Context: an optimization exercise on an open-source flow, tuned for small area, a short achievable clock period and few clock cycles per item. The choices shown serve that exercise and are no tape-out recipe.
Only simulation tests tie the RTL to the original design; equivalence was not proved.

==> flow/design.v, too long to show whole: its modules and the start of the top module <==
// module wire_model: 275 lines
// module wm_sq16: 323 lines
// module wm_benc16: 29 lines
// module wm_ssdiff: 980 lines
// module wm_bsmul33x16: 874 lines
module wire_model (
    input  wire        clk,
    input  wire        rst,
    input  wire        cfg_we,
    input  wire [3:0]  cfg_ch,
    input  wire [15:0] cfg_k,
    input  wire [15:0] cfg_alpha,
    input  wire [15:0] cfg_tlim,
    input  wire        clr,
    input  wire [3:0]  clr_ch,
    input  wire        s_valid,
    output wire        s_ready,
    input  wire [3:0]  s_ch,
    input  wire [15:0] s_irms,
    input  wire [15:0] s_tref,
    output reg         r_valid,
    output reg  [3:0]  r_ch,
    output wire [31:0] r_dt,
    output reg  [16:0] r_temp,
    output reg         r_warn,
    output reg         r_latch,
    output reg         r_cool,
    output reg         r_trip
);
  // ...
==> flow/flow/run.sh <==
#!/bin/bash
# The standard layout (standard.sh: ORFS synthesis to finish), with one
# change: the port buffers are plain sky130_fd_sc_hd__buf_2 cells instead of
# the delay cell the resizer picks by default. Every port still gets its own
# buffer. make's full output goes to standard.log here; ORFS keeps each
# step's log under orfs/logs/.
set -euo pipefail
export BUFFER_PORTS_ARGS="-buffer_cell sky130_fd_sc_hd__buf_2"
bash standard.sh > standard.log 2>&1
==> flow/standard.sh <==
#!/bin/bash
# synth_recipe.tcl (not shown) runs the flow's synth.tcl, then flattens the netlist and writes it again
# the make line also repeats each setting of config.mk as NAME=value (left out here)
make -C /OpenROAD-flow-scripts/flow DESIGN_CONFIG=/design/flow/config.mk WORK_HOME=/design/flow/orfs CLKGATE_MAP_FILE= SYNTH_SCRIPT=/design/flow/synth_recipe.tcl "${@:-finish}"
==> flow/config.mk <==
export PLATFORM = sky130hd
export DESIGN_NAME = wire_model
export DESIGN_NICKNAME = wire_model
export VERILOG_FILES = /design/flow/design.v
export SDC_FILE = /design/flow/constraint.sdc
export NUM_CORES = 4
export LEC_CHECK = 0
export ABC_AREA = 1
export CAP_MARGIN = 20
export CORE_MARGIN = 2
export CORE_UTILIZATION = 65
export CTS_CLUSTER_DIAMETER = 80
export CTS_CLUSTER_SIZE = 22
export PLACE_DENSITY = 0.72
export SLEW_MARGIN = 20
==> flow/constraint.sdc <==
create_clock -name core_clock -period 33.0 [get_ports {clk}]
set_input_delay 6.6000 -clock core_clock [delete_from_list [all_inputs] [get_ports {clk}]]
set_output_delay 6.6000 -clock core_clock [all_outputs]
set_load 0.01 [all_outputs]
==> notes.md, run 1 <==
Diodes inserted=2; outcome=timing/DRC/antenna clean; post-DR vias/cell=5.75; Layout area overhead=5.15%; crit-path leading delay family=flip-flops; Tcrit/Tclk final=0.239; # setup viols final=0; sequential element share of the synthesized area=0.429; GR Overflow Total=0; Setup TNS=0 ns; Synth Area in Compound Gates=0.130; worst flop-to-flop path endpoint=c_diff[25]$_DFF_P_; Leading cell kind=multi-input combinational cells; crit-path max FO=3; Worst R2R Start=b_kenc[20]$_DFF_P_; NonClk Buf Share=0.0157; commonest non-fill, non-tap cell in the layout=nand2_1; clk slew on worst S/H paths=0.09 ns; max layer used=met4; Yosys top cell area share=0.399; CORE AREA=0.135 mm^2; DIE WIDTH=372 um; Synth Warn #=5; cell taking the most area after synthesis=dfxtp_1; WL met1=97900 um; syn avg cell area=8.87 um^2; Max clock buf depth=3; Clock Skew=0.0985 ns; Reg2Reg Depth=24; Synth Area in Simple Gates=0.120
Testbench counts, summed over its fixed seeds: cycles 16,424, samples 16,384.
==> module wire_model, before the edit <==
module wire_model (
    input  wire        clk,
    input  wire        rst,
    input  wire        cfg_we,
    input  wire [3:0]  cfg_ch,
    input  wire [15:0] cfg_k,
    input  wire [15:0] cfg_alpha,
    input  wire [15:0] cfg_tlim,
    input  wire        clr,
    input  wire [3:0]  clr_ch,
    input  wire        s_valid,
    output wire        s_ready,
    input  wire [3:0]  s_ch,
    input  wire [15:0] s_irms,
    input  wire [15:0] s_tref,
    output reg         r_valid,
    output reg  [3:0]  r_ch,
    output wire [31:0] r_dt,
    output reg  [16:0] r_temp,
    output reg         r_warn,
    output reg         r_latch,
    output reg         r_cool,
    output reg         r_trip
);
    localparam [15:0] K_DEFAULT     = 16'd892;
    localparam [15:0] ALPHA_DEFAULT = 16'd559;
    localparam [15:0] TLIM_DEFAULT  = 16'd2000;
    integer i;
    reg rst_q;
    always @(posedge clk) rst_q <= rst;
    reg        rdy, blk;
    reg  [3:0] hc, g, wch;
    assign s_ready = rdy;
    wire take = s_valid & rdy;
    always @(posedge clk) begin
        if (rst)
            rdy <= 1'b0;
        else if (rst_q)
            rdy <= 1'b1;
        else if (take)
            rdy <= (s_ch == g);
        else if (blk && g == wch)
            rdy <= 1'b1;
    end
    always @(posedge clk) begin
        if (rst_q) begin
            blk <= 1'b0;
            hc  <= 4'd0;
            g   <= 4'd1;
        end else begin
            hc <= hc + 4'd1;
            g  <= g + 4'd1;
            if (take)
                blk <= (s_ch != g);
            else if (blk && g == wch)
                blk <= 1'b0;
        end
    end
    reg        a_v;
    reg  [3:0] a_ch;
    reg [15:0] a_irms, a_tref;
    reg        q_we;
    reg  [3:0] q_cch;
    reg [15:0] q_k, q_alpha, q_tlim;
    reg        q_clr;
    reg  [3:0] q_clrch;
    wire a_go   = a_v & (a_ch == hc);
    wire a_wait = a_v & ~a_go;
    always @(posedge clk) begin
        if (rst_q)
            a_v <= 1'b0;
        else if (!a_wait)
            a_v <= take;
        if (!a_wait) begin
            a_ch   <= s_ch;
            a_irms <= s_irms;
            a_tref <= s_tref;
        end
        wch     <= take ? s_ch : wch;
        q_we    <= cfg_we;
        q_cch   <= cfg_ch;
        q_k     <= cfg_k;
        q_alpha <= cfg_alpha;
        q_tlim  <= cfg_tlim;
        q_clr   <= clr;
        q_clrch <= clr_ch;
    end
    reg [15:0] rk  [0:15];
    reg [15:0] ra  [0:15];
    reg [15:0] rt  [0:15];
    reg [31:0] rd  [0:15];
    reg [15:0] rcv;       
    reg [15:0] rv;        
    reg        dv;
    reg [15:0] dk, da, dtl;
    wire       defer = q_we & a_wait & (q_cch == a_ch);
    wire       wr    = q_we & ~defer;
    wire       flush = dv & a_go;
    wire [3:0] wpos  = hc - q_cch;            
    reg  [15:0] wsel;                         
    always @* begin
        for (i = 0; i < 16; i = i + 1)
            wsel[i] = wr & (wpos == i[3:0] - 4'd1);
    end
    always @(posedge clk) begin
        if (rst_q)
            dv <= 1'b0;
        else if (defer)
            dv <= 1'b1;
        else if (a_go)
            dv <= 1'b0;
        if (defer) begin
            dk  <= q_k;
            da  <= q_alpha;
            dtl <= q_tlim;
        end
    end
    always @(posedge clk) begin
        for (i = 0; i < 16; i = i + 1) begin
            if (wsel[i]) begin
                rk[i] <= q_k;
                ra[i] <= q_alpha;
                rt[i] <= q_tlim;
            end else if (i == 1 && flush) begin
                rk[i] <= dk;
                ra[i] <= da;
                rt[i] <= dtl;
            end else begin
                rk[i] <= rk[(i + 15) % 16];
                ra[i] <= ra[(i + 15) % 16];
                rt[i] <= rt[(i + 15) % 16];
            end
        end
    end
    always @(posedge clk) begin
        if (rst_q)
            rcv <= 16'd0;
        else
            rcv <= {rcv[14:0], rcv[15]} | wsel | {14'd0, flush, 1'b0};
    end
    wire [15:0] a_k     = rcv[0] ? rk[0] : K_DEFAULT;
    wire [15:0] a_alpha = rcv[0] ? ra[0] : ALPHA_DEFAULT;
    wire [15:0] a_tlim  = rcv[0] ? rt[0] : TLIM_DEFAULT;
    wire [31:0] a_isq;
    wm_sq16 u_sq (.x(a_irms), .p(a_isq));
    wire [26:0] a_kenc;               
    wm_benc16 u_ke (.y(a_k), .e(a_kenc));
    wire [16:0] a_margin = {a_tlim[15], a_tlim} - {a_tref[15], a_tref};
    reg        b_v, b_pend;
    reg  [3:0] b_ch;
    reg [31:0] b_isq;
    reg [26:0] b_kenc;
    reg [15:0] b_alpha, b_tref;
    reg [16:0] b_margin;
    reg        a_old;     
    reg        a_pend;
    reg        c_v, c_pend;
    reg        e_v, e_pend;
    reg  [3:0] c_ch, e_ch;
    wire m_a = q_clr & a_v & a_old & (a_ch == q_clrch);
    wire m_b = q_clr & b_v & (b_ch == q_clrch);
    wire m_c = q_clr & c_v & (c_ch == q_clrch);
    wire m_e = q_clr & e_v & (e_ch == q_clrch);
    wire s_b = m_b & ~m_a;
    wire s_c = m_c & ~m_b & ~m_a;
    wire s_e = m_e & ~m_c & ~m_b & ~m_a;
    wire clr_direct = q_clr & ~(m_a | m_b | m_c | m_e);
    always @(posedge clk) begin
        a_old  <= a_wait;
        a_pend <= a_wait & ((a_old & a_pend) | m_a);
    end
    always @(posedge clk) begin
        b_v      <= a_go & ~rst_q;
        b_pend   <= (a_old & a_pend) | m_a;
        b_ch     <= a_ch;
        b_isq    <= a_isq;
        b_kenc   <= a_kenc;
        b_alpha  <= a_alpha;
        b_tref   <= a_tref;
        b_margin <= a_margin;
    end
    wire [31:0] dt1 = rv[1] ? rd[1] : 32'd0;
    wire [32:0] b_diff;
    wm_ssdiff u_mk (.x(b_isq), .e(b_kenc), .dt(dt1), .diff(b_diff));
    reg [32:0] c_diff;
    reg [15:0] c_alpha, c_tref;
    reg [16:0] c_margin;
    always @(posedge clk) begin
        c_v      <= b_v & ~rst_q;
        c_pend   <= b_pend | s_b;
        c_ch     <= b_ch;
        c_diff   <= b_diff;
        c_alpha  <= b_alpha;
        c_tref   <= b_tref;
        c_margin <= b_margin;
    end
    wire [48:0] c_prod;
    wm_bsmul33x16 u_ma (.x(c_diff), .y(c_alpha), .p(c_prod));
    reg [24:0] e_step;
    reg [15:0] e_tref;
    reg [16:0] e_margin;
    always @(posedge clk) begin
        e_v      <= c_v & ~rst_q;
        e_pend   <= c_pend | s_c;
        e_ch     <= c_ch;
        e_step   <= c_prod[48:24];
        e_tref   <= c_tref;
        e_margin <= c_margin;
    end
    wire [31:0] e_dt   = rd[3];
    wire [31:0] dt_new = e_dt + {{7{e_step[24]}}, e_step};
    wire [13:0] dq     = dt_new[31:18];
    wire        lowz   = (dt_new[17:0] == 18'd0);
    wire signed [17:0] ex = $signed({4'd0, dq}) - $signed({e_margin[16], e_margin});
    wire hit     = ex >= 18'sd0;
    wire warn_hi = ex >= -18'sd160;
    wire warn_lo = ex < -18'sd192;
    wire cool_ok = (ex < -18'sd320) | ((ex == -18'sd320) & lowz);
    wire [16:0] temp_nx = {e_tref[15], e_tref} + {3'b000, dq};
    reg [15:0] warn, latch, cool;
    wire w0 = warn[e_ch];
    wire l0 = latch[e_ch];
    wire k0 = cool[e_ch];
    wire warn_nx  = w0 ? ~warn_lo : warn_hi;
    wire latch_nx = l0 | hit;
    wire cool_nx  = k0 & ~cool_ok;
    wire trip_nx  = hit & ~l0;
    wire pend_nx  = e_pend | s_e;
    always @(posedge clk) begin
        if (rst_q) begin
            warn  <= 16'd0;
            latch <= 16'd0;
            cool  <= 16'd0;
        end else begin
            if (clr_direct) begin
                latch[q_clrch] <= 1'b0;
                if (latch[q_clrch])
                    cool[q_clrch] <= 1'b1;
            end
            if (e_v) begin
                warn[e_ch]  <= warn_nx;
                latch[e_ch] <= latch_nx & ~pend_nx;
                cool[e_ch]  <= cool_nx | (latch_nx & pend_nx);
            end
        end
    end
    always @(posedge clk) begin
        r_valid <= e_v & ~rst & ~rst_q;
        r_ch    <= e_ch;
        r_temp  <= temp_nx;
        r_warn  <= warn_nx;
        r_latch <= latch_nx;
        r_cool  <= cool_nx;
        r_trip  <= trip_nx;
    end
    reg [31:0] r_dtq;
    always @(posedge clk) begin
        for (i = 0; i < 16; i = i + 1) begin
            if (i == 2)
                rd[i] <= dt1;
            else if (i == 4)
                rd[i] <= e_v ? dt_new : rd[3];
            else
                rd[i] <= rd[(i + 15) % 16];
        end
        r_dtq <= dt_new;
    end
    assign r_dt = r_dtq;
    always @(posedge clk) begin
        if (rst_q)
            rv <= 16'd0;
        else
            rv <= {rv[14:2], 1'b1, rv[0], rv[15]};
    end
endmodule
==> run 2, diff against run 1 <==
--- a/flow/design.v
+++ b/flow/design.v
@@ -31,7 +31,7 @@
     reg        rdy, blk;
     reg  [3:0] hc, g, wch;
     assign s_ready = rdy;
-    wire take = s_valid & rdy;
+    wire take = s_valid & ~blk & ~rst_q;
     always @(posedge clk) begin
         if (rst)
             rdy <= 1'b0;
--- a/flow/config.mk
+++ b/flow/config.mk
@@ -10,6 +10,6 @@
 export CORE_MARGIN = 2
 export CORE_UTILIZATION = 65
 export CTS_CLUSTER_DIAMETER = 80
-export CTS_CLUSTER_SIZE = 22
+export CTS_CLUSTER_SIZE = 26
 export PLACE_DENSITY = 0.72
 export SLEW_MARGIN = 20
==> notes.md, run 2 <==
first-pass iteration count of the detailed router=7 (was 6); die height=372 um (about the same); Top reg by flops=rd (unchanged); ys flop type=dfxtp_1 (unchanged); clock latency on the worst-skew pair=0.79 ns (about the same); number of I/O pins=156 (unchanged); Final Slew Violations=0 (unchanged); TritonCTS clock tree=done (unchanged); die area=0.138 mm^2 (about the same); share of layout cells above drive strength 1=0.0429 (was 0.0453); Initial Utilization=0.657 (was 0.652); largest net degree at the start of global routing=98 (unchanged); synthesized cell area=0.0879 mm^2 (was 0.0880 mm^2); Post-synth EDFFs=88 (unchanged); Synth Warn #=5 (unchanged); post-synthesis xor/xnor area fraction=0.0664 (was 0.0672); CP Depth=1 (unchanged); fin area=0.0925 mm^2 (was 0.0926 mm^2); WP data arrival=1.24 ns (was 1.28 ns); Yosys cell types=58 (was 66); first-pass GRT wire length=370000 um (was 361000 um); Tcrit/Tclk final=0.238 (was 0.239); CP Capture Type=output pin (unchanged); max reg flops=512 (unchanged); Yosys top cell area share=0.399 (about the same); clk slew on worst S/H paths=0.09 ns (about the same); post-route DRC violation count=0 (unchanged); commonest non-fill, non-tap cell in the layout=nand2_1 (unchanged); instance area at placement=0.0895 mm^2 (was 0.0893 mm^2); htree depth=3 (unchanged); sequential element share of the synthesized area=0.429 (about the same); syn avg cell area=8.81 um^2 (was 8.87 um^2); # setup viols final=0 (unchanged); Hold Buf Count CTS=0 (unchanged); mux contribution to synthesized area=0.000342 (was 0.000227); Clock Skew=0.0769 ns (was 0.0985 ns); Synth Area in Compound Gates=0.132 (was 0.130); CTS Sinks=1841 (unchanged); largest family of logic cells by synthesized area=adder cells (unchanged); Critical Path Source Type=flop (unchanged); Async SR Flop Fraction=0 (unchanged); Max clock buf depth=3 (unchanged); WL/cell=20.8 um (was 20.3 um); Hold/Removal Path Class=flop to flop (unchanged); number of setup buffers added after CTS=0 (unchanged); cell taking the most area after synthesis=dfxtp_1 (unchanged); Synth Area in Simple Gates=0.118 (was 0.120); Layout area overhead=5.31% (was 5.15%); Synth area leaders=dfxtp_1, fa_1, nand2_1, xor2_1, inv_1 (unchanged); most frequent cell after synthesis=nand2_1 (unchanged); unrepaired setup endpoints after global routing=false (unchanged); syn_nets=10900 (about the same); most frequent cells in the layout=nand2_1, dfxtp_1, inv_1 (unchanged); Critical Path RT=26.40 ns (about the same); crit-path max FO=2 (was 3); flops & latches, synth=1841 (unchanged); relative slew slack=0.151 (was 0.214); R2R setup slack=25.42 ns (was 25.36 ns); post-cts resize count=0 (unchanged); crit-path max cell delay=0.34 ns (was 0.36 ns); global placer's final weighted congestion=0.978 (was 0.988); Commonest cells post-synth=nand2_1, dfxtp_1, inv_1 (unchanged); max-cap violations=0 (unchanged); initial antenna violation count=7 (was 4); Layout Nets=10800 (was 10700); Final Hold Violating Endpoints=0 (unchanged); FMAX=0.128 GHz (was 0.127 GHz); hold path depth=0 (unchanged); slowest CP cell=dfxtp_1 (unchanged); global-route usage over all layers=0.346 (was 0.335); Num CTS Buffers=91 (was 100); Setup TNS=0 ns (unchanged); crit path time final=7.84 ns (was 7.88 ns); Post-Synthesis Cells=9973 (was 9921); DP HPWL=167000 um (was 163000 um); number of global-route vias before repair=65200 (was 64400); GR Overflow Total=0 (unchanged); CORE AREA=0.134 mm^2 (was 0.135 mm^2); crit path cell chain=buf_2 (unchanged); ANT nets after route=0 (unchanged); outcome=timing/DRC/antenna clean (unchanged); clock root buffer=clkbuf_16 (unchanged); final WL=241000 um (was 235000 um); vias post-DR=67100 (was 66600); post-DR vias/cell=5.78 (was 5.75); Crit path buffers/inverters=1 (unchanged); DIE WIDTH=372 um (about the same); DR iter-0 viols=7242 (was 7021); Reg2Reg Depth=23 (was 24); Worst Tran Pin Value=1.27 ns (was 1.17 ns); Rows=134 (was 135); I/O Buffers=155 (unchanged); crit-path leading delay family=flip-flops (unchanged); critical path type=flop to output pin (unchanged); Post-Synth Adder-Cell Area=0.171 (about the same)
## run 2: changes by cell type after synthesis, sizes merged, moves of 13 or more
cell | previous run | this run
nand2 | 1911 | 1887
o21ai | 982 | 995
inv | 1323 | 1366
nor2 | 417 | 433
## run 2: cell families after synthesis
logic type	Yosys count
AOI/OAI and AO/OA	2068
xor gates and xnor gates	665
adders and majority gates	878
buffers and inverters	1893
DFF	1841
muxes	3
and+or+nand+nor	2625
## run 2: layout make-up
type	count	area (um^2)
Antenna cell	3	7.51
Clock buffer	122	2390
Clock inverter	25	469
Fill cell	10600	41300
Inverter	1373	5160
Multi-Input combinational cell	6239	43100
Sequential cell	1841	37700
Tap cell	1768	2210
Timing Repair Buffer	233	1410
## run 2: stage by stage
step | hold slack, ns | std cells | setup WS, ns | utilization
6_report | 0.251 | 11600 | 25.16 | 0.692
3_5_place_dp | 0.312 | 11500 | 25.23 | 0.669
4_1_cts | 0.256 | 11600 | 25.11 | 0.691
2_1_floorplan | 0.310 | 9973 | 25.51 | -
3_3_place_gp | 0.310 | 11500 | 25.23 | 0.669
5_1_grt | 0.253 | 11600 | 25.09 | 0.692
## run 2: path summary, 6_finish.rpt
path,from,endpoint
worst max-delay path,rdy$_SDFFE_PP0P_,s_ready
worst min-delay path,rd[0][27]$_DFF_P_,rd[1][27]$_DFF_P_
worst max register to register,b_kenc[21]$_DFF_P_,c_diff[30]$_DFF_P_
worst min register to register,rd[0][27]$_DFF_P_,rd[1][27]$_DFF_P_
## run 2: per-layer routing
layer | track usage | vias up | routed length [um]
li1 | - | 31400 | -
met1 | 0.474 | 31700 | 101000
met2 | 0.516 | 3184 | 103000
met3 | 0.0757 | 743 | 23100
met4 | 0.175 | 2 | 13800
met5 | 0 | - | 13
Testbench counts of run 2, summed over its fixed seeds: cycles 16,424, samples 16,384.
==> run 3, diff against run 2 <==
--- a/flow/config.mk
+++ b/flow/config.mk
@@ -8,8 +8,8 @@
 export ABC_AREA = 1
 export CAP_MARGIN = 20
 export CORE_MARGIN = 2
-export CORE_UTILIZATION = 65
+export CORE_UTILIZATION = 75
 export CTS_CLUSTER_DIAMETER = 80
 export CTS_CLUSTER_SIZE = 26
-export PLACE_DENSITY = 0.72
+export PLACE_DENSITY = 0.8
 export SLEW_MARGIN = 20
==> notes.md, run 3 <==
outcome=timing/DRC/antenna clean (unchanged); max reg flops=512 (unchanged); flops & latches, synth=1841 (unchanged); Yosys cell types=58 (unchanged); DR iter-0 viols=8601 (was 7242); ys flop type=dfxtp_1 (unchanged); crit-path max FO=2 (unchanged); fin area=0.0921 mm^2 (was 0.0925 mm^2); Yosys top cell area share=0.399 (unchanged); Initial Utilization=0.756 (was 0.657); CTS Sinks=1841 (unchanged); slowest CP cell=dfxtp_1 (unchanged); global-route usage over all layers=0.406 (was 0.346); number of setup buffers added after CTS=0 (unchanged); Final Hold Violating Endpoints=0 (unchanged); most frequent cells in the layout=nand2_1, dfxtp_1, inv_1 (unchanged); clk slew on worst S/H paths=0.10 ns (was 0.09 ns); Synth area leaders=dfxtp_1, fa_1, nand2_1, xor2_1, inv_1 (unchanged); CP Capture Type=output pin (unchanged); Top reg by flops=rd (unchanged); Async SR Flop Fraction=0 (unchanged); Max clock buf depth=3 (unchanged); WP data arrival=1.26 ns (was 1.24 ns); initial antenna violation count=5 (was 7); clock root buffer=clkbuf_16 (unchanged); critical path type=flop to output pin (unchanged); I/O Buffers=155 (unchanged); Post-synth EDFFs=88 (unchanged); number of global-route vias before repair=69400 (was 65200); global placer's final weighted congestion=1.05 (was 0.978); TritonCTS clock tree=done (unchanged); Num CTS Buffers=87 (was 91); largest net degree at the start of global routing=98 (unchanged); relative slew slack=0.0834 (was 0.151); Rows=125 (was 134); share of layout cells above drive strength 1=0.0413 (was 0.0429); Hold Buf Count CTS=0 (unchanged); WL/cell=22.0 um (was 20.8 um); Critical Path RT=26.40 ns (about the same); commonest non-fill, non-tap cell in the layout=nand2_1 (unchanged); sequential element share of the synthesized area=0.429 (unchanged); FF+latch area=0.0377 mm^2 (unchanged); vias post-DR=70100 (was 67100); syn_nets=10900 (unchanged); DP HPWL=168000 um (was 167000 um); htree depth=3 (unchanged); syn avg cell area=8.81 um^2 (unchanged); unrepaired setup endpoints after global routing=false (unchanged); die height=346 um (was 372 um); WL met2=112000 um (was 103000 um); final WL=249000 um (was 241000 um); GR Overflow Total=0 (unchanged); clock latency on the worst-skew pair=0.77 ns (was 0.79 ns); cell taking the most area after synthesis=dfxtp_1 (unchanged); CORE AREA=0.116 mm^2 (was 0.134 mm^2); crit path cell chain=buf_2 (unchanged); area taken by multi-input logic gates=0.0432 mm^2 (was 0.0431 mm^2); crit path time final=7.86 ns (was 7.84 ns); die area=0.120 mm^2 (was 0.138 mm^2); Critical Path Source Type=flop (unchanged); Hold/Removal Path Class=flop to flop (unchanged); final-layout fill cell count=7430 (was 10600); Synth Warn #=5 (unchanged); # setup viols final=0 (unchanged); Post-Synthesis Cells=9973 (unchanged); first-pass iteration count of the detailed router=12 (was 7); FMAX=0.127 GHz (was 0.128 GHz); Tcrit/Tclk final=0.238 (about the same); Setup TNS=0 ns (unchanged); Final Slew Violations=0 (unchanged); Commonest cells post-synth=nand2_1, dfxtp_1, inv_1 (unchanged); post-route DRC violation count=0 (unchanged); Worst Tran Pin Value=1.36 ns (was 1.27 ns); crit-path leading delay family=flip-flops (unchanged); ANT nets after route=0 (unchanged); max layer used=met5 (unchanged); synthesized cell area=0.0879 mm^2 (unchanged); instance area at placement=0.0891 mm^2 (was 0.0895 mm^2); Clock Skew=0.101 ns (was 0.0769 ns); Layout area overhead=4.83% (was 5.31%); WL met1=92400 um (was 101000 um); DIE WIDTH=346 um (was 372 um); first-pass GRT wire length=381000 um (was 370000 um); post-cts resize count=0 (unchanged); most frequent cell after synthesis=nand2_1 (unchanged); crit-path max cell delay=0.36 ns (was 0.34 ns); DR WL met3=28100 um (was 23100 um); max-cap violations=0 (unchanged); Diodes inserted=0 (was 3); Layout Nets=10700 (was 10800); post-DR vias/cell=6.18 (was 5.78); number of I/O pins=156 (unchanged); Crit path buffers/inverters=1 (unchanged)
==> run 3: layer usage <==
metal,GRT usage,vias up
met2,0.638,4449
met5,0,-
li1,-,31400
met1,0.515,33300
met4,0.227,8
met3,0.0999,1031
==> run 3: path summary, 6_finish.rpt <==
kind	startpoint	end	slack, ns	cells past startpoint
setup / recovery	rdy$_SDFFE_PP0P_	s_ready	25.14	1
hold / removal	rd[11][25]$_DFF_P_	rd[12][25]$_DFF_P_	0.30	0
setup reg to reg	b_kenc[20]$_DFF_P_	c_diff[30]$_DFF_P_	25.28	23
hold reg to reg	rd[11][25]$_DFF_P_	rd[12][25]$_DFF_P_	0.30	0
==> run 3: cell families (layout without fill, tap and decap cells) <==
logic type                 after synthesis  after routing  synth area share
AOI/OAI and AO/OA                     2068           2068             0.132
xor gates and xnor gates               665            665            0.0664
adders and majority gates              878            878             0.171
buffers and inverters                 1893           1737            0.0825
DFF                                   1841           1841             0.429
muxes                                    3              3          0.000342
and+or+nand+nor                       2625           2625             0.118
==> run 3: through the flow <==
step | util | instances | hold slack, ns | worst slack, ns
after floorplan | - | 9973 | 0.310 | 25.51
after global placement | 0.767 | 11200 | 0.310 | 25.20
after detailed placement | 0.767 | 11200 | 0.312 | 25.21
after CTS | 0.790 | 11300 | 0.310 | 25.09
after global routing | 0.793 | 11300 | 0.311 | 25.06
final | 0.793 | 11300 | 0.302 | 25.14
==> run 3: final cells by class <==
class	instances	area share
sequential	1841	0.410
clock inverter	20	0.00412
inverter	1373	0.0560
timing repair buffer	225	0.0153
clock buffer	119	0.0250
multi-input combinational	6239	0.469
tap	1524	0.0207
==> module wm_sq16, before the edit <==
module wm_sq16 (input wire [15:0] x, output wire [31:0] p);
    wire t1 = x[0];
    wire t2 = x[0] & x[1];
    wire t3 = x[0] & x[2];
    wire t4 = x[0] & x[3];
    wire t5 = x[0] & x[4];
    wire t6 = x[0] & x[5];
    wire t7 = x[0] & x[6];
    wire t8 = x[0] & x[7];
    wire t9 = x[0] & x[8];
    wire t10 = x[0] & x[9];
    wire t11 = x[0] & x[10];
    wire t12 = x[0] & x[11];
    wire t13 = x[0] & x[12];
    wire t14 = x[0] & x[13];
    wire t15 = x[0] & x[14];
    wire t16 = x[0] & x[15];
    wire t17 = x[1];
    wire t18 = x[1] & x[2];
    wire t19 = x[1] & x[3];
    wire t20 = x[1] & x[4];
    wire t21 = x[1] & x[5];
    wire t22 = x[1] & x[6];
    wire t23 = x[1] & x[7];
    wire t24 = x[1] & x[8];
    wire t25 = x[1] & x[9];
    wire t26 = x[1] & x[10];
    wire t27 = x[1] & x[11];
    wire t28 = x[1] & x[12];
    wire t29 = x[1] & x[13];
    wire t30 = x[1] & x[14];
    wire t31 = x[1] & x[15];
    wire t32 = x[2];
    wire t33 = x[2] & x[3];
    wire t34 = x[2] & x[4];
    wire t35 = x[2] & x[5];
    wire t36 = x[2] & x[6];
    wire t37 = x[2] & x[7];
    wire t38 = x[2] & x[8];
    wire t39 = x[2] & x[9];
    wire t40 = x[2] & x[10];
    wire t41 = x[2] & x[11];
    wire t42 = x[2] & x[12];
    wire t43 = x[2] & x[13];
    wire t44 = x[2] & x[14];
    wire t45 = x[2] & x[15];
    wire t46 = x[3];
    wire t47 = x[3] & x[4];
    wire t48 = x[3] & x[5];
    wire t49 = x[3] & x[6];
    wire t50 = x[3] & x[7];
    wire t51 = x[3] & x[8];
    wire t52 = x[3] & x[9];
    wire t53 = x[3] & x[10];
    wire t54 = x[3] & x[11];
    wire t55 = x[3] & x[12];
    wire t56 = x[3] & x[13];
    wire t57 = x[3] & x[14];
    wire t58 = x[3] & x[15];
    wire t59 = x[4];
    wire t60 = x[4] & x[5];
    wire t61 = x[4] & x[6];
    wire t62 = x[4] & x[7];
    wire t63 = x[4] & x[8];
    wire t64 = x[4] & x[9];
    wire t65 = x[4] & x[10];
    wire t66 = x[4] & x[11];
    wire t67 = x[4] & x[12];
    wire t68 = x[4] & x[13];
    wire t69 = x[4] & x[14];
    wire t70 = x[4] & x[15];
    wire t71 = x[5];
    wire t72 = x[5] & x[6];
    wire t73 = x[5] & x[7];
    wire t74 = x[5] & x[8];
    wire t75 = x[5] & x[9];
    wire t76 = x[5] & x[10];
    wire t77 = x[5] & x[11];
    wire t78 = x[5] & x[12];
    wire t79 = x[5] & x[13];
    wire t80 = x[5] & x[14];
    wire t81 = x[5] & x[15];
    wire t82 = x[6];
    wire t83 = x[6] & x[7];
    wire t84 = x[6] & x[8];
    wire t85 = x[6] & x[9];
    wire t86 = x[6] & x[10];
    wire t87 = x[6] & x[11];
    wire t88 = x[6] & x[12];
    wire t89 = x[6] & x[13];
    wire t90 = x[6] & x[14];
    wire t91 = x[6] & x[15];
    wire t92 = x[7];
    wire t93 = x[7] & x[8];
    wire t94 = x[7] & x[9];
    wire t95 = x[7] & x[10];
    wire t96 = x[7] & x[11];
    wire t97 = x[7] & x[12];
    wire t98 = x[7] & x[13];
    wire t99 = x[7] & x[14];
    wire t100 = x[7] & x[15];
    wire t101 = x[8];
    wire t102 = x[8] & x[9];
    wire t103 = x[8] & x[10];
    wire t104 = x[8] & x[11];
    wire t105 = x[8] & x[12];
    wire t106 = x[8] & x[13];
    wire t107 = x[8] & x[14];
    wire t108 = x[8] & x[15];
    wire t109 = x[9];
    wire t110 = x[9] & x[10];
    wire t111 = x[9] & x[11];
    wire t112 = x[9] & x[12];
    wire t113 = x[9] & x[13];
    wire t114 = x[9] & x[14];
    wire t115 = x[9] & x[15];
    wire t116 = x[10];
    wire t117 = x[10] & x[11];
    wire t118 = x[10] & x[12];
    wire t119 = x[10] & x[13];
    wire t120 = x[10] & x[14];
    wire t121 = x[10] & x[15];
    wire t122 = x[11];
    wire t123 = x[11] & x[12];
    wire t124 = x[11] & x[13];
    wire t125 = x[11] & x[14];
    wire t126 = x[11] & x[15];
    wire t127 = x[12];
    wire t128 = x[12] & x[13];
    wire t129 = x[12] & x[14];
    wire t130 = x[12] & x[15];
    wire t131 = x[13];
    wire t132 = x[13] & x[14];
    wire t133 = x[13] & x[15];
    wire t134 = x[14];
    wire t135 = x[14] & x[15];
    wire t136 = x[15];
    wire t137, t138;
    assign {t138, t137} = t12 + t26;
    wire t139, t140;
    assign {t140, t139} = t13 + t27;
    wire t141, t142;
    assign {t142, t141} = t14 + t28 + t41;
    wire t143, t144;
    assign {t144, t143} = t53 + t64;
    wire t145, t146;
    assign {t146, t145} = t15 + t29 + t42;
    wire t147, t148;
    assign {t148, t147} = t54 + t65;
    wire t149, t150;
    assign {t150, t149} = t16 + t30 + t43;
    wire t151, t152;
    assign {t152, t151} = t55 + t66 + t76;
    wire t153, t154;
    assign {t154, t153} = t85 + t93;
    wire t155, t156;
    assign {t156, t155} = t31 + t44 + t56;
    wire t157, t158;
    assign {t158, t157} = t67 + t77 + t86;
    wire t159, t160;
    assign {t160, t159} = t45 + t57 + t68;
    wire t161, t162;
    assign {t162, t161} = t78 + t87 + t95;
    wire t163, t164;
    assign {t164, t163} = t58 + t69 + t79;
    wire t165, t166;
    assign {t166, t165} = t70 + t80 + t89;
    wire t167, t168;
    assign {t168, t167} = t8 + t22;
    wire t169, t170;
    assign {t170, t169} = t9 + t23;
    wire t171, t172;
    assign {t172, t171} = t10 + t24 + t37;
    wire t173, t174;
    assign {t174, t173} = t49 + t60;
    wire t175, t176;
    assign {t176, t175} = t11 + t25 + t38;
    wire t177, t178;
    assign {t178, t177} = t50 + t61;
    wire t179, t180;
    assign {t180, t179} = t39 + t51 + t62;
    wire t181, t182;
    assign {t182, t181} = t72 + t82 + t137;
    wire t183, t184;
    assign {t184, t183} = t40 + t52 + t63;
    wire t185, t186;
    assign {t186, t185} = t73 + t139 + t138;
    wire t187, t188;
    assign {t188, t187} = t74 + t83 + t92;
    wire t189, t190;
    assign {t190, t189} = t141 + t143 + t140;
    wire t191, t192;
    assign {t192, t191} = t75 + t84 + t145;
    wire t193, t194;
    assign {t194, t193} = t147 + t142 + t144;
    wire t195, t196;
    assign {t196, t195} = t101 + t149 + t151;
    wire t197, t198;
    assign {t198, t197} = t153 + t146 + t148;
    wire t199, t200;
    assign {t200, t199} = t94 + t155 + t157;
    wire t201, t202;
    assign {t202, t201} = t150 + t152 + t154;
    wire t203, t204;
    assign {t204, t203} = t102 + t109 + t159;
    wire t205, t206;
    assign {t206, t205} = t161 + t156 + t158;
    wire t207, t208;
    assign {t208, t207} = t88 + t96 + t103;
    wire t209, t210;
    assign {t210, t209} = t163 + t160 + t162;
    wire t211, t212;
    assign {t212, t211} = t97 + t104 + t110;
    wire t213, t214;
    assign {t214, t213} = t116 + t165 + t164;
    wire t215, t216;
    assign {t216, t215} = t81 + t90 + t98;
    wire t217, t218;
    assign {t218, t217} = t105 + t111 + t166;
    wire t219, t220;
    assign {t220, t219} = t91 + t99 + t106;
    wire t221, t222;
    assign {t222, t221} = t112 + t117 + t122;
    wire t223, t224;
    assign {t224, t223} = t100 + t107 + t113;
    wire t225, t226;
    assign {t226, t225} = t108 + t114 + t119;
    wire t227, t228;
    assign {t228, t227} = t6 + t20;
    wire t229, t230;
    assign {t230, t229} = t7 + t21;
    wire t231, t232;
    assign {t232, t231} = t35 + t47 + t59;
    wire t233, t234;
    assign {t234, t233} = t36 + t48 + t169;
    wire t235, t236;
    assign {t236, t235} = t71 + t171 + t173;
    wire t237, t238;
    assign {t238, t237} = t175 + t177 + t172;
    wire t239, t240;
    assign {t240, t239} = t179 + t181 + t176;
    wire t241, t242;
    assign {t242, t241} = t183 + t185 + t180;
    wire t243, t244;
    assign {t244, t243} = t187 + t189 + t184;
    wire t245, t246;
    assign {t246, t245} = t191 + t193 + t188;
    wire t247, t248;
    assign {t248, t247} = t195 + t197 + t192;
    wire t249, t250;
    assign {t250, t249} = t199 + t201 + t196;
    wire t251, t252;
    assign {t252, t251} = t203 + t205 + t200;
    wire t253, t254;
    assign {t254, t253} = t207 + t209 + t204;
    wire t255, t256;
    assign {t256, t255} = t211 + t213 + t208;
    wire t257, t258;
    assign {t258, t257} = t215 + t217 + t212;
    wire t259, t260;
    assign {t260, t259} = t219 + t221 + t216;
    wire t261, t262;
    assign {t262, t261} = t118 + t223 + t220;
    wire t263, t264;
    assign {t264, t263} = t123 + t127 + t225;
    wire t265, t266;
    assign {t266, t265} = t115 + t120 + t124;
    wire t267, t268;
    assign {t268, t267} = t121 + t125 + t128;
    wire t269, t270;
    assign {t270, t269} = t4 + t18;
    wire t271, t272;
    assign {t272, t271} = t5 + t19;
    wire t273, t274;
    assign {t274, t273} = t33 + t46 + t227;
    wire t275, t276;
    assign {t276, t275} = t34 + t229 + t228;
    wire t277, t278;
    assign {t278, t277} = t167 + t231 + t230;
    wire t279, t280;
    assign {t280, t279} = t168 + t233 + t232;
    wire t281, t282;
    assign {t282, t281} = t170 + t235 + t234;
    wire t283, t284;
    assign {t284, t283} = t174 + t237 + t236;
    wire t285, t286;
    assign {t286, t285} = t178 + t239 + t238;
    wire t287, t288;
    assign {t288, t287} = t182 + t241 + t240;
    wire t289, t290;
    assign {t290, t289} = t186 + t243 + t242;
    wire t291, t292;
    assign {t292, t291} = t190 + t245 + t244;
    wire t293, t294;
    assign {t294, t293} = t194 + t247 + t246;
    wire t295, t296;
    assign {t296, t295} = t198 + t249 + t248;
    wire t297, t298;
    assign {t298, t297} = t202 + t251 + t250;
    wire t299, t300;
    assign {t300, t299} = t206 + t253 + t252;
    wire t301, t302;
    assign {t302, t301} = t210 + t255 + t254;
    wire t303, t304;
    assign {t304, t303} = t214 + t257 + t256;
    wire t305, t306;
    assign {t306, t305} = t218 + t259 + t258;
    wire t307, t308;
    assign {t308, t307} = t222 + t261 + t260;
    wire t309, t310;
    assign {t310, t309} = t224 + t263 + t262;
    wire t311, t312;
    assign {t312, t311} = t226 + t265 + t264;
    wire t313, t314;
    assign {t314, t313} = t131 + t267 + t266;
    wire t315, t316;
    assign {t316, t315} = t126 + t129 + t268;
    wire t317, t318;
    assign {t318, t317} = t130 + t132 + t134;
    wire [31:0] ra = {1'b0, t135, t133, t317, t315, t313, t311, t309, t307, t305, t303, t301, t299, t297, t295, t293, t291, t289, t287, t285, t283, t281, t279, t277, t275, t273, t271, t32, t3, t2, 1'b0, t1};
    wire [31:0] rb = {1'b0, t136, t318, t316, t314, t312, t310, t308, t306, t304, t302, t300, t298, t296, t294, t292, t290, t288, t286, t284, t282, t280, t278, t276, t274, t272, t270, t269, 1'b0, t17, 1'b0, 1'b0};
    assign p = ra + rb;
endmodule
==> run 4, diff against run 3 <==
--- a/flow/design.v
+++ b/flow/design.v
@@ -145,7 +145,9 @@
     wm_sq16 u_sq (.x(a_irms), .p(a_isq));
     wire [26:0] a_kenc;               
     wm_benc16 u_ke (.y(a_k), .e(a_kenc));
-    wire [16:0] a_margin = {a_tlim[15], a_tlim} - {a_tref[15], a_tref};
+    wire [16:0] a_margin;             
+    wire        a_mco;
+    wm_bk17 u_mg (.a({a_tlim[15], a_tlim}), .b(~{a_tref[15], a_tref}), .ci(1'b1), .s(a_margin), .co(a_mco));
     reg        b_v, b_pend;
     reg  [3:0] b_ch;
     reg [31:0] b_isq;
@@ -208,7 +210,9 @@
         e_margin <= c_margin;
     end
     wire [31:0] e_dt   = rd[3];
-    wire [31:0] dt_new = e_dt + {{7{e_step[24]}}, e_step};
+    wire [31:0] dt_new;
+    wire        dt_co;
+    wm_bk32 u_dn (.a(e_dt), .b({{7{e_step[24]}}, e_step}), .ci(1'b0), .s(dt_new), .co(dt_co));
     wire [13:0] dq     = dt_new[31:18];
     wire        lowz   = (dt_new[17:0] == 18'd0);
     wire signed [17:0] ex = $signed({4'd0, dq}) - $signed({e_margin[16], e_margin});
@@ -216,7 +220,9 @@
     wire warn_hi = ex >= -18'sd160;
     wire warn_lo = ex < -18'sd192;
     wire cool_ok = (ex < -18'sd320) | ((ex == -18'sd320) & lowz);
-    wire [16:0] temp_nx = {e_tref[15], e_tref} + {3'b000, dq};
+    wire [16:0] temp_nx;
+    wire        temp_co;
+    wm_bk17 u_tp (.a({e_tref[15], e_tref}), .b({3'b000, dq}), .ci(1'b0), .s(temp_nx), .co(temp_co));
     reg [15:0] warn, latch, cool;
     wire w0 = warn[e_ch];
     wire l0 = latch[e_ch];
@@ -594,7 +600,8 @@
     assign {t318, t317} = t130 + t132 + t134;
     wire [31:0] ra = {1'b0, t135, t133, t317, t315, t313, t311, t309, t307, t305, t303, t301, t299, t297, t295, t293, t291, t289, t287, t285, t283, t281, t279, t277, t275, t273, t271, t32, t3, t2, 1'b0, t1};
     wire [31:0] rb = {1'b0, t136, t318, t316, t314, t312, t310, t308, t306, t304, t302, t300, t298, t296, t294, t292, t290, t288, t286, t284, t282, t280, t278, t276, t274, t272, t270, t269, 1'b0, t17, 1'b0, 1'b0};
-    assign p = ra + rb;
+    wire bco;
+    wm_bk32 u_cpa (.a(ra), .b(rb), .ci(1'b0), .s(p), .co(bco));
 endmodule
 module wm_benc16 (input wire [15:0] y, output wire [26:0] e);
     assign e[0] = y[1];
@@ -2479,3 +2486,236 @@
     wire [48:0] rb = {t840, t838, t836, t834, t832, t830, t828, t826, t824, t822, t820, t818, t816, t814, t812, t810, t808, t806, t804, t802, t800, t798, t796, t794, t792, t790, t788, t786, t784, t782, t780, t778, t776, t774, t772, t770, t768, t766, t764, t762, t760, t758, t756, t754, t752, t750, t749, 1'b0, t35};
     assign p = ra + rb;
 endmodule
+module wm_bk32 (input wire [31:0] a, input wire [31:0] b, input wire ci, output wire [31:0] s, output wire co);
+    wire [31:0] p = a ^ b;
+    wire [31:0] g = a & b;
+    wire bg1 = g[0] | (p[0] & ci);
+    wire bp1 = p[0] & 1'b0;
+    wire bg2 = g[2] | (p[2] & g[1]);
+    wire bp2 = p[2] & p[1];
+    wire bg3 = g[4] | (p[4] & g[3]);
+    wire bp3 = p[4] & p[3];
+    wire bg4 = g[6] | (p[6] & g[5]);
+    wire bp4 = p[6] & p[5];
+    wire bg5 = g[8] | (p[8] & g[7]);
+    wire bp5 = p[8] & p[7];
+    wire bg6 = g[10] | (p[10] & g[9]);
+    wire bp6 = p[10] & p[9];
+    wire bg7 = g[12] | (p[12] & g[11]);
+    wire bp7 = p[12] & p[11];
+    wire bg8 = g[14] | (p[14] & g[13]);
+    wire bp8 = p[14] & p[13];
+    wire bg9 = g[16] | (p[16] & g[15]);
+    wire bp9 = p[16] & p[15];
+    wire bg10 = g[18] | (p[18] & g[17]);
+    wire bp10 = p[18] & p[17];
+    wire bg11 = g[20] | (p[20] & g[19]);
+    wire bp11 = p[20] & p[19];
+    wire bg12 = g[22] | (p[22] & g[21]);
+    wire bp12 = p[22] & p[21];
+    wire bg13 = g[24] | (p[24] & g[23]);
+    wire bp13 = p[24] & p[23];
+    wire bg14 = g[26] | (p[26] & g[25]);
+    wire bp14 = p[26] & p[25];
+    wire bg15 = g[28] | (p[28] & g[27]);
+    wire bp15 = p[28] & p[27];
+    wire bg16 = g[30] | (p[30] & g[29]);
+    wire bp16 = p[30] & p[29];
+    wire bg17 = bg2 | (bp2 & bg1);
+    wire bp17 = bp2 & bp1;
+    wire bg18 = bg4 | (bp4 & bg3);
+    wire bp18 = bp4 & bp3;
+    wire bg19 = bg6 | (bp6 & bg5);
+    wire bp19 = bp6 & bp5;
+    wire bg20 = bg8 | (bp8 & bg7);
+    wire bp20 = bp8 & bp7;
+    wire bg21 = bg10 | (bp10 & bg9);
+    wire bp21 = bp10 & bp9;
+    wire bg22 = bg12 | (bp12 & bg11);
+    wire bp22 = bp12 & bp11;
+    wire bg23 = bg14 | (bp14 & bg13);
+    wire bp23 = bp14 & bp13;
+    wire bg24 = bg16 | (bp16 & bg15);
+    wire bp24 = bp16 & bp15;
+    wire bg25 = bg18 | (bp18 & bg17);
+    wire bp25 = bp18 & bp17;
+    wire bg26 = bg20 | (bp20 & bg19);
+    wire bp26 = bp20 & bp19;
+    wire bg27 = bg22 | (bp22 & bg21);
+    wire bp27 = bp22 & bp21;
+    wire bg28 = bg24 | (bp24 & bg23);
+    wire bp28 = bp24 & bp23;
+    wire bg29 = bg26 | (bp26 & bg25);
+    wire bp29 = bp26 & bp25;
+    wire bg30 = bg28 | (bp28 & bg27);
+    wire bp30 = bp28 & bp27;
+    wire bg31 = bg30 | (bp30 & bg29);
+    wire bp31 = bp30 & bp29;
+    wire bg32 = bg27 | (bp27 & bg29);
+    wire bp32 = bp27 & bp29;
+    wire bg33 = bg19 | (bp19 & bg25);
+    wire bp33 = bp19 & bp25;
+    wire bg34 = bg21 | (bp21 & bg29);
+    wire bp34 = bp21 & bp29;
+    wire bg35 = bg23 | (bp23 & bg32);
+    wire bp35 = bp23 & bp32;
+    wire bg36 = bg3 | (bp3 & bg17);
+    wire bp36 = bp3 & bp17;
+    wire bg37 = bg5 | (bp5 & bg25);
+    wire bp37 = bp5 & bp25;
+    wire bg38 = bg7 | (bp7 & bg33);
+    wire bp38 = bp7 & bp33;
+    wire bg39 = bg9 | (bp9 & bg29);
+    wire bp39 = bp9 & bp29;
+    wire bg40 = bg11 | (bp11 & bg34);
+    wire bp40 = bp11 & bp34;
+    wire bg41 = bg13 | (bp13 & bg32);
+    wire bp41 = bp13 & bp32;
+    wire bg42 = bg15 | (bp15 & bg35);
+    wire bp42 = bp15 & bp35;
+    wire bg43 = g[1] | (p[1] & bg1);
+    wire bp43 = p[1] & bp1;
+    wire bg44 = g[3] | (p[3] & bg17);
+    wire bp44 = p[3] & bp17;
+    wire bg45 = g[5] | (p[5] & bg36);
+    wire bp45 = p[5] & bp36;
+    wire bg46 = g[7] | (p[7] & bg25);
+    wire bp46 = p[7] & bp25;
+    wire bg47 = g[9] | (p[9] & bg37);
+    wire bp47 = p[9] & bp37;
+    wire bg48 = g[11] | (p[11] & bg33);
+    wire bp48 = p[11] & bp33;
+    wire bg49 = g[13] | (p[13] & bg38);
+    wire bp49 = p[13] & bp38;
+    wire bg50 = g[15] | (p[15] & bg29);
+    wire bp50 = p[15] & bp29;
+    wire bg51 = g[17] | (p[17] & bg39);
+    wire bp51 = p[17] & bp39;
+    wire bg52 = g[19] | (p[19] & bg34);
+    wire bp52 = p[19] & bp34;
+    wire bg53 = g[21] | (p[21] & bg40);
+    wire bp53 = p[21] & bp40;
+    wire bg54 = g[23] | (p[23] & bg32);
+    wire bp54 = p[23] & bp32;
+    wire bg55 = g[25] | (p[25] & bg41);
+    wire bp55 = p[25] & bp41;
+    wire bg56 = g[27] | (p[27] & bg35);
+    wire bp56 = p[27] & bp35;
+    wire bg57 = g[29] | (p[29] & bg42);
+    wire bp57 = p[29] & bp42;
+    wire bg58 = g[31] | (p[31] & bg31);
+    wire bp58 = p[31] & bp31;
+    assign s[0] = p[0] ^ ci;
+    assign s[1] = p[1] ^ bg1;
+    assign s[2] = p[2] ^ bg43;
+    assign s[3] = p[3] ^ bg17;
+    assign s[4] = p[4] ^ bg44;
+    assign s[5] = p[5] ^ bg36;
+    assign s[6] = p[6] ^ bg45;
+    assign s[7] = p[7] ^ bg25;
+    assign s[8] = p[8] ^ bg46;
+    assign s[9] = p[9] ^ bg37;
+    assign s[10] = p[10] ^ bg47;
+    assign s[11] = p[11] ^ bg33;
+    assign s[12] = p[12] ^ bg48;
+    assign s[13] = p[13] ^ bg38;
+    assign s[14] = p[14] ^ bg49;
+    assign s[15] = p[15] ^ bg29;
+    assign s[16] = p[16] ^ bg50;
+    assign s[17] = p[17] ^ bg39;
+    assign s[18] = p[18] ^ bg51;
+    assign s[19] = p[19] ^ bg34;
+    assign s[20] = p[20] ^ bg52;
+    assign s[21] = p[21] ^ bg40;
+    assign s[22] = p[22] ^ bg53;
+    assign s[23] = p[23] ^ bg32;
+    assign s[24] = p[24] ^ bg54;
+    assign s[25] = p[25] ^ bg41;
+    assign s[26] = p[26] ^ bg55;
+    assign s[27] = p[27] ^ bg35;
+    assign s[28] = p[28] ^ bg56;
+    assign s[29] = p[29] ^ bg42;
+    assign s[30] = p[30] ^ bg57;
+    assign s[31] = p[31] ^ bg31;
+    assign co = bg58;
+endmodule
+module wm_bk17 (input wire [16:0] a, input wire [16:0] b, input wire ci, output wire [16:0] s, output wire co);
+    wire [16:0] p = a ^ b;
+    wire [16:0] g = a & b;
+    wire bg1 = g[0] | (p[0] & ci);
+    wire bp1 = p[0] & 1'b0;
+    wire bg2 = g[2] | (p[2] & g[1]);
+    wire bp2 = p[2] & p[1];
+    wire bg3 = g[4] | (p[4] & g[3]);
+    wire bp3 = p[4] & p[3];
+    wire bg4 = g[6] | (p[6] & g[5]);
+    wire bp4 = p[6] & p[5];
+    wire bg5 = g[8] | (p[8] & g[7]);
+    wire bp5 = p[8] & p[7];
+    wire bg6 = g[10] | (p[10] & g[9]);
+    wire bp6 = p[10] & p[9];
+    wire bg7 = g[12] | (p[12] & g[11]);
+    wire bp7 = p[12] & p[11];
+    wire bg8 = g[14] | (p[14] & g[13]);
+    wire bp8 = p[14] & p[13];
+    wire bg9 = g[16] | (p[16] & g[15]);
+    wire bp9 = p[16] & p[15];
+    wire bg10 = bg2 | (bp2 & bg1);
+    wire bp10 = bp2 & bp1;
+    wire bg11 = bg4 | (bp4 & bg3);
+    wire bp11 = bp4 & bp3;
+    wire bg12 = bg6 | (bp6 & bg5);
+    wire bp12 = bp6 & bp5;
+    wire bg13 = bg8 | (bp8 & bg7);
+    wire bp13 = bp8 & bp7;
+    wire bg14 = bg11 | (bp11 & bg10);
+    wire bp14 = bp11 & bp10;
+    wire bg15 = bg13 | (bp13 & bg12);
+    wire bp15 = bp13 & bp12;
+    wire bg16 = bg15 | (bp15 & bg14);
+    wire bp16 = bp15 & bp14;
+    wire bg17 = bg12 | (bp12 & bg14);
+    wire bp17 = bp12 & bp14;
+    wire bg18 = bg3 | (bp3 & bg10);
+    wire bp18 = bp3 & bp10;
+    wire bg19 = bg5 | (bp5 & bg14);
+    wire bp19 = bp5 & bp14;
+    wire bg20 = bg7 | (bp7 & bg17);
+    wire bp20 = bp7 & bp17;
+    wire bg21 = bg9 | (bp9 & bg16);
+    wire bp21 = bp9 & bp16;
+    wire bg22 = g[1] | (p[1] & bg1);
+    wire bp22 = p[1] & bp1;
+    wire bg23 = g[3] | (p[3] & bg10);
+    wire bp23 = p[3] & bp10;
+    wire bg24 = g[5] | (p[5] & bg18);
+    wire bp24 = p[5] & bp18;
+    wire bg25 = g[7] | (p[7] & bg14);
+    wire bp25 = p[7] & bp14;
+    wire bg26 = g[9] | (p[9] & bg19);
+    wire bp26 = p[9] & bp19;
+    wire bg27 = g[11] | (p[11] & bg17);
+    wire bp27 = p[11] & bp17;
+    wire bg28 = g[13] | (p[13] & bg20);
+    wire bp28 = p[13] & bp20;
+    wire bg29 = g[15] | (p[15] & bg16);
+    wire bp29 = p[15] & bp16;
+    assign s[0] = p[0] ^ ci;
+    assign s[1] = p[1] ^ bg1;
+    assign s[2] = p[2] ^ bg22;
+    assign s[3] = p[3] ^ bg10;
+    assign s[4] = p[4] ^ bg23;
+    assign s[5] = p[5] ^ bg18;
+    assign s[6] = p[6] ^ bg24;
+    assign s[7] = p[7] ^ bg14;
+    assign s[8] = p[8] ^ bg25;
+    assign s[9] = p[9] ^ bg19;
+    assign s[10] = p[10] ^ bg26;
+    assign s[11] = p[11] ^ bg17;
+    assign s[12] = p[12] ^ bg27;
+    assign s[13] = p[13] ^ bg20;
+    assign s[14] = p[14] ^ bg28;
+    assign s[15] = p[15] ^ bg16;
+    assign s[16] = p[16] ^ bg29;
+    assign co = bg21;
+endmodule
--- a/flow/config.mk
+++ b/flow/config.mk
@@ -8,8 +8,8 @@
 export ABC_AREA = 1
 export CAP_MARGIN = 20
 export CORE_MARGIN = 2
-export CORE_UTILIZATION = 75
+export CORE_UTILIZATION = 65
 export CTS_CLUSTER_DIAMETER = 80
 export CTS_CLUSTER_SIZE = 26
-export PLACE_DENSITY = 0.8
+export PLACE_DENSITY = 0.72
 export SLEW_MARGIN = 20
==> notes.md, run 4 <==
outcome=timing/DRC/antenna clean (unchanged); Reg2Reg Depth=24 (was 23); crit-path max cell delay=0.36 ns (about the same); Synth Warn #=5 (unchanged); Final Hold Violating Endpoints=0 (unchanged); Post-Synthesis Cells=9706 (was 9973); Synth Area in Simple Gates=0.113 (was 0.118); TritonCTS clock tree=done (unchanged); Yosys cell types=60 (was 58); syn avg cell area=8.98 um^2 (was 8.81 um^2); global-route usage over all layers=0.333 (was 0.406); Commonest cells post-synth=nand2_1, dfxtp_1, inv_1 (unchanged); GR Overflow Total=0 (unchanged); Num CTS Buffers=92 (was 87); Initial Utilization=0.654 (was 0.756); number of global-route vias before repair=62900 (was 69400); FF+latch area=0.0377 mm^2 (about the same); ANT nets after route=0 (unchanged); vias post-DR=64800 (was 70100); Final Slew Violations=0 (unchanged); DIE WIDTH=370 um (was 346 um); DR iter-0 viols=6676 (was 8601); Setup TNS=0 ns (unchanged); cell taking the most area after synthesis=dfxtp_1 (unchanged); crit-path max FO=2 (unchanged); clock root buffer=clkbuf_16 (unchanged); WL/cell=20.4 um (was 22.0 um); slowest CP cell=dfxtp_1 (unchanged); crit-path leading delay family=flip-flops (unchanged); CP Capture Type=output pin (unchanged); number of setup buffers added after CTS=0 (unchanged); Min-Delay Startpoint=rd[11][14]$_DFF_P_ (was rd[11][25]$_DFF_P_); post-cts resize count=0 (unchanged); Async SR Flop Fraction=0 (unchanged); post-synthesis xor/xnor area fraction=0.0640 (was 0.0664); largest net degree at the start of global routing=98 (unchanged); Hold Path Sink=rd[12][14]$_DFF_P_ (was rd[12][25]$_DFF_P_); flops & latches, synth=1841 (unchanged); Synth Area in Compound Gates=0.126 (was 0.132); unrepaired setup endpoints after global routing=false (unchanged); largest family of logic cells by synthesized area=adder cells (unchanged); first-pass GRT wire length=355000 um (was 381000 um); most frequent cell after synthesis=nand2_1 (unchanged); hold path depth=0 (unchanged); area taken by multi-input logic gates=0.0425 mm^2 (was 0.0432 mm^2); post-DR vias/cell=5.72 (was 6.18); I/O Buffers=155 (unchanged); die area=0.137 mm^2 (was 0.120 mm^2); CTS Sinks=1841 (unchanged); ys flop type=dfxtp_1 (unchanged); Tcrit/Tclk final=0.238 (about the same); Yosys top cell area share=0.403 (was 0.399); DP HPWL=160000 um (was 168000 um); final-layout fill cell count=10800 (was 7430); Diodes inserted=0 (unchanged); Worst R2R Start=b_kenc[2]$_DFF_P_ (was b_kenc[20]$_DFF_P_); FMAX=0.127 GHz (about the same); post-route DRC violation count=0 (unchanged); die height=370 um (was 346 um); share of layout cells above drive strength 1=0.0448 (was 0.0413); Post-Synth Adder-Cell Area=0.182 (was 0.171); global placer's final weighted congestion=0.978 (was 1.05); mux contribution to synthesized area=0.000344 (was 0.000342); WP data arrival=1.24 ns (was 1.26 ns); Layout area overhead=5.45% (was 4.83%); Layout Nets=10500 (was 10700); Synth area leaders=dfxtp_1, fa_1, nand2_1, xor2_1, inv_1 (unchanged); critical path type=flop to output pin (unchanged); R2R setup slack=25.16 ns (was 25.28 ns); Rows=134 (was 125); commonest non-fill, non-tap cell in the layout=nand2_1 (unchanged); worst flop-to-flop path endpoint=c_diff[31]$_DFF_P_ (was c_diff[30]$_DFF_P_); number of I/O pins=156 (unchanged); clock latency on the worst-skew pair=0.76 ns (was 0.77 ns); Critical Path Source Type=flop (unchanged); Clock Skew=0.0476 ns (was 0.101 ns); htree depth=3 (unchanged); crit path cell chain=buf_2 (unchanged); Max clock buf depth=3 (unchanged); CORE AREA=0.133 mm^2 (was 0.116 mm^2); first-pass iteration count of the detailed router=9 (was 12); Critical Path RT=26.40 ns (about the same); Top reg by flops=rd (unchanged); Crit path buffers/inverters=1 (unchanged); Hold Buf Count CTS=0 (unchanged); syn_nets=10700 (was 10900); crit path time final=7.84 ns (was 7.86 ns); CP Depth=1 (unchanged); synthesized cell area=0.0872 mm^2 (was 0.0879 mm^2); initial antenna violation count=5 (unchanged); Hold/Removal Path Class=flop to flop (unchanged); max reg flops=512 (unchanged); Worst Tran Pin Value=1.25 ns (was 1.36 ns); sequential element share of the synthesized area=0.433 (was 0.429); relative slew slack=0.163 (was 0.0834); most frequent cells in the layout=nand2_1, dfxtp_1, inv_1 (unchanged); Post-synth EDFFs=88 (unchanged); clk slew on worst S/H paths=0.10 ns (about the same); final WL=231000 um (was 249000 um); max-cap violations=0 (unchanged); utilization after layout=0.690 (was 0.793); # setup viols final=0 (unchanged)
[run 4: cell count changes after synthesis, moves of 34 or more]
cell / before / now
o21ai_0: 932 / 881
a21oi_1: 360 / 292
o21ai_1: 49 / 83
fa_1: 539 / 580
nor2_1: 429 / 380
nand2_1: 1876 / 1793
[run 4: kinds of logic (layout without fill, tap and decap cells)]
| family | count (synthesis) | count (layout) |
|---|---|---|
| simple gates | 2476 | 2476 |
| compound gates | 1959 | 1959 |
| buf+inv | 1874 | 1735 |
| flops | 1841 | 1841 |
| fa+ha+maj | 917 | 917 |
| xor+xnor | 636 | 636 |
| mux | 3 | 3 |
[run 4: worst max path at each step]
stage	start	to
floorplan	s_valid	rdy$_SDFFE_PP0P_
global placement	s_valid	rdy$_SDFFE_PP0P_
detailed placement	s_valid	rdy$_SDFFE_PP0P_
CTS	rdy$_SDFFE_PP0P_	s_ready
global route	b_kenc[2]$_DFF_P_	c_diff[14]$_DFF_P_
finish	rdy$_SDFFE_PP0P_	s_ready
[run 4: area by class of cell]
| class | count | share of cell area |
|---|---|---|
| multi-input combinational | 5991 | 0.462 |
| timing repair buffer | 234 | 0.0157 |
| sequential | 1841 | 0.411 |
| inverter | 1353 | 0.0553 |
| clock inverter | 26 | 0.00596 |
| clock buffer | 122 | 0.0266 |
| tap | 1768 | 0.0241 |
[run 4: layer usage]
| metal | up-vias | global-route usage | routed length [um] |
|---|---|---|---|
| met5 | - | 0 | 42 |
| met4 | 6 | 0.162 | 13000 |
| met3 | 731 | 0.0628 | 19500 |
| met2 | 2883 | 0.519 | 103000 |
| met1 | 30700 | 0.448 | 95600 |
| li1 | 30500 | - | - |
[run 4: metrics by stage]
stage | setup WS, ns | hold WS, ns | cell area [um^2] | cells
finish | 25.16 | 0.291 | 91900 | 11300
global route | 24.62 | 0.305 | 91900 | 11300
CTS | 25.10 | 0.292 | 91800 | 11300
detailed placement | 25.32 | 0.312 | 88800 | 11200
global placement | 25.37 | 0.310 | 88800 | 11200
floorplan | 25.61 | 0.310 | 87200 | 9706
Testbench counts of run 4, summed over its fixed seeds: cycles 16,424, samples 16,384.

## afterwards: timing with drivers on the ports
In the flow no input, the clock included, has a driving cell. The finished layouts below were timed again as built, in two steps.
Step 1 sets driving cells, clkbuf_16 on the clock port and buf_2 on the other inputs (assumed; they add their load-dependent delay and slew).
Step 2 times the ports against the registers' clock, not the clock port: input delays grow and output delays shrink by t, the midpoint of the rising clock arrivals with the driver on.
Three values: ideal, step 1, step 2; two values: the first two.
run | t (ns) | slack for setup (ns) | worst setup path at the end | pins driven straight from the clock port
run 1 | 0.820 | 25.123 / 25.047 / 25.274 | input to register | 1
run 2 | 0.827 | 25.161 / 25.081 / 25.198 | input to register | 1
run 3 | 0.806 | 25.139 / 25.060 / 25.145 | input to register | 1
run 4 | 0.807 | 25.156 / 25.079 / 25.159 | register to register | 1
After both steps every run listed still meets setup and hold.
